From an optimization exercise on the open Yosys and OpenROAD flow, aimed at small area, a short achievable clock period and few clock cycles; shortcuts taken in it are not production practice. In this exercise RTL edits were held to simulation tests only and were not proved equivalent to the original. Power is estimated from default activity; no workload was simulated.

## fpdivsqrt
module fpdivsqrt (
    input  wire        clk,
    input  wire        rst_n,
    input  wire        in_valid,
    output wire        in_ready,
    input  wire        in_op,
    input  wire [1:0]  in_rnd,
    input  wire        in_ftz,
    input  wire        in_canon,
    input  wire [31:0] in_a,
    input  wire [31:0] in_b,
    output reg         out_valid,
    output reg  [31:0] out_result,
    output reg  [5:0]  out_flags
);
clock: 10.0 ns
lec_check: 0
cap_margin: 50
core_margin: 2
core_utilization: 40
slew_margin: 70
tns_end_percent: 100
standard.sh (not shown) runs the stock make flow with config.mk's settings and CLKGATE_MAP_FILE= SYNTH_SCRIPT=/design/flow/synth_recipe.tcl, a recipe that flattens the netlist after the stock synthesis.
==> flow/flow/run.sh <==
#!/bin/bash
set -euo pipefail
bash standard.sh SETUP_SLACK_MARGIN=6.5 > standard.log 2>&1
Testbench counts at the start, summed over its fixed seeds: cycles 5,032.
Rerun with:
Settings changed: CTS_CLUSTER_DIAMETER from default to 100, CTS_CLUSTER_SIZE from default to 30.
Setup slack gets better by 0.022 ns.
First-iteration DRC count is higher by 0.76%.
Worst hold slack gets better by 0.012 ns.
Die area does not change.
Count of clock-buffer cells in the layout is lower by 218.
Routed wire length is lower by 1.1%.

========
fpdivsqrt, a different RTL version from the one above (not shown whole).
Size: ~8300 cells after synthesis, about 2100 flip-flops, ~110 I/O pins, about 84000 µm² of cells after synthesis.
Design fpdivsqrt, start of the top module:
module fpdivsqrt (
    input  wire        clk,
    input  wire        rst_n,
    input  wire        in_valid,
    output wire        in_ready,
    input  wire        in_op,
    input  wire [1:0]  in_rnd,
    input  wire        in_ftz,
    input  wire        in_canon,
    input  wire [31:0] in_a,
    input  wire [31:0] in_b,
    output reg         out_valid,
    output reg  [31:0] out_result,
    output reg  [5:0]  out_flags
);
    function rnd_inc;
        input [1:0] mode;
        input       s, lsb, g, st;
        begin
            case (mode)
                2'd0: rnd_inc = g && (st || lsb);
                2'd1: rnd_inc = 1'b0;
                2'd2: rnd_inc = !s && (g || st);
                default: rnd_inc = s && (g || st);
            endcase
        end
    endfunction
    reg        rdy;
    assign in_ready = rdy;
    always @(posedge clk) rdy <= rst_n;
    wire        i_v = in_valid && rdy;
    wire        i_op = in_op, i_ftz = in_ftz, i_canon = in_canon;
    wire [1:0]  i_rnd = in_rnd;
    wire [31:0] i_a = in_a, i_b = in_b;
    wire        is_sqrt = i_op;
    wire        sa = i_a[31], sb = i_b[31];
    wire [7:0]  ea_f = i_a[30:23], eb_f = i_b[30:23];
    wire [22:0] fa = i_a[22:0], fb = i_b[22:0];
    wire a_nan  = (ea_f == 8'hFF) && (fa != 0);
    wire b_nan  = !is_sqrt && (eb_f == 8'hFF) && (fb != 0);
    wire a_snan = a_nan && !fa[22];
    wire b_snan = b_nan && !fb[22];
    wire a_inf  = (ea_f == 8'hFF) && (fa == 0);
  ...
export LEC_CHECK = 0
export CAP_MARGIN = 50
export CORE_MARGIN = 2
export CORE_UTILIZATION = 40
export CTS_CLUSTER_DIAMETER = 100
export CTS_CLUSTER_SIZE = 30
export SLEW_MARGIN = 70
export TNS_END_PERCENT = 100
create_clock -name core_clock -period 10.0 [get_ports {clk}]
==> flow/flow/run.sh <==
#!/bin/bash
set -euo pipefail
bash standard.sh SETUP_SLACK_MARGIN=6.9 "BUFFER_PORTS_ARGS=-buffer_cell sky130_fd_sc_hd__buf_4" > standard.log 2>&1
The baseline passed the timing, design-rule and antenna checks.
Testbench counts at the start, summed over its fixed seeds: cycles 5,024.
Next try:
==> flow/flow/run.sh (replaced) <==
#!/bin/bash
set -euo pipefail
bash standard.sh SETUP_SLACK_MARGIN=6.5 > standard.log 2>&1
What happened: The changed run completed without violations. Worst setup slack gets better by 110 ps. Via count shrinks by a few percent. Combinational power shrinks by about a fifth. Synthesized cell count does not change. Die area is unchanged. Global-route usage shrinks by 1.2 points. Critical path depth shrinks by 10. Total power shrinks by roughly a tenth. Clock power shrinks by a few percent.
Next try:
==> flow/flow/run.sh (replaced) <==
#!/bin/bash
set -euo pipefail
bash standard.sh SETUP_SLACK_MARGIN=6.6 "BUFFER_PORTS_ARGS=-buffer_cell sky130_fd_sc_hd__buf_4" > standard.log 2>&1
- CORE_UTILIZATION: 40 -> 55
Outcome:
- non-clock buffer count climbs by 11
- total power barely changes
- combinational power climbs by about 2%
- wire length drops by 1.6%
- design area drops by about 1.1%
- maximum frequency climbs by 0.44%
- synthesized area does not change
- via count stays flat
- cell count drops by 7.0%
- clock-buffer cell count drops by 12
- clock power drops by about 8%

========
Starting RTL as in the previous note.
==> flow/config.mk <==
export PLATFORM = sky130hd
export DESIGN_NAME = fpdivsqrt
export DESIGN_NICKNAME = fpdivsqrt
export VERILOG_FILES = /design/flow/design.v
export SDC_FILE = /design/flow/constraint.sdc
export NUM_CORES = 4
export LEC_CHECK = 0
export CAP_MARGIN = 50
export CORE_MARGIN = 2
export CORE_UTILIZATION = 40
export CTS_CLUSTER_DIAMETER = 100
export CTS_CLUSTER_SIZE = 30
export PLACE_DENSITY = 0.75
export SLEW_MARGIN = 70
export TNS_END_PERCENT = 100
==> flow/constraint.sdc <==
create_clock -name core_clock -period 10.0 [get_ports {clk}]
set_input_delay 2.0000 -clock core_clock [delete_from_list [all_inputs] [get_ports {clk}]]
set_output_delay 2.0000 -clock core_clock [all_outputs]
set_load 0.01 [all_outputs]
==> flow/flow/run.sh <==
#!/bin/bash
set -euo pipefail
bash standard.sh SETUP_SLACK_MARGIN=6.5 > standard.log 2>&1
Testbench counts at the start, summed over its fixed seeds: cycles 5,024.
Next try:
==> flow/flow/run.sh (replaced) <==
#!/bin/bash
set -euo pipefail
bash standard.sh SETUP_SLACK_MARGIN=6.6 "BUFFER_PORTS_ARGS=-buffer_cell sky130_fd_sc_hd__buf_4" > standard.log 2>&1
- PLACE_DENSITY: 0.75 -> default
The new run finished clean.
Worst hold slack got worse by 0.026 ns.
Setup slack improves by 0.068 ns.
Count of clock-buffer cells in the layout is higher by 10.
Critical path depth climbs by 5.
Fmax came out higher slightly.
Design area rises slightly.
Routed wire length hardly moves.
Power came out higher slightly.
Core utilization came out higher by 0.26 points.
Clock power goes up by a little under a tenth.

-- separate check: timing with driven ports --
In the flow no input, the clock included, has a driving cell. The finished layouts below were timed again as built, in two steps. Step 1: set_driving_cell puts a clkbuf_16 on clk and a buf_2 on each other input, an assumption about the parent block. Step 2 also shifts input and output timing later by t, the mid clock arrival at the registers, as if the neighbouring blocks saw the same clock. Slacks: ideal / step 1 / step 2; pairs: ideal / step 1.
run | t (ns) | setup slack, ns | hold slack, ns | worst slew at a driven data input, ns
the first run of note 1 | 0.917 | 6.584 / 6.497 / 5.780 | 0.290 / 0.290 / 0.290 | 0.05
the second run of note 1 | 0.837 | 6.607 / 6.535 / 5.835 | 0.302 / 0.302 / 0.302 | 0.05
the first run of note 2 | 0.868 | 6.433 / 6.471 / 5.603 | 0.317 / 0.317 / 0.317 | 0.08
the second run of note 2 | 0.837 | 6.545 / 6.531 / 5.823 | 0.317 / 0.317 / 0.317 | 0.05
the third run of note 2 | 0.821 | 6.560 / 6.560 / 5.911 | 0.325 / 0.325 / 0.325 | 0.05
the first run of note 3 | 0.833 | 6.552 / 6.509 / 5.788 | 0.323 / 0.323 / 0.323 | 0.06
the second run of note 3 | 0.820 | 6.619 / 6.649 / 5.845 | 0.296 / 0.296 / 0.296 | 0.05
After both steps every run listed still meets setup and hold. The setup slack of the first run of note 2, which loses most, moves by +0.038 ns with the drivers and by -0.830 ns with both steps.
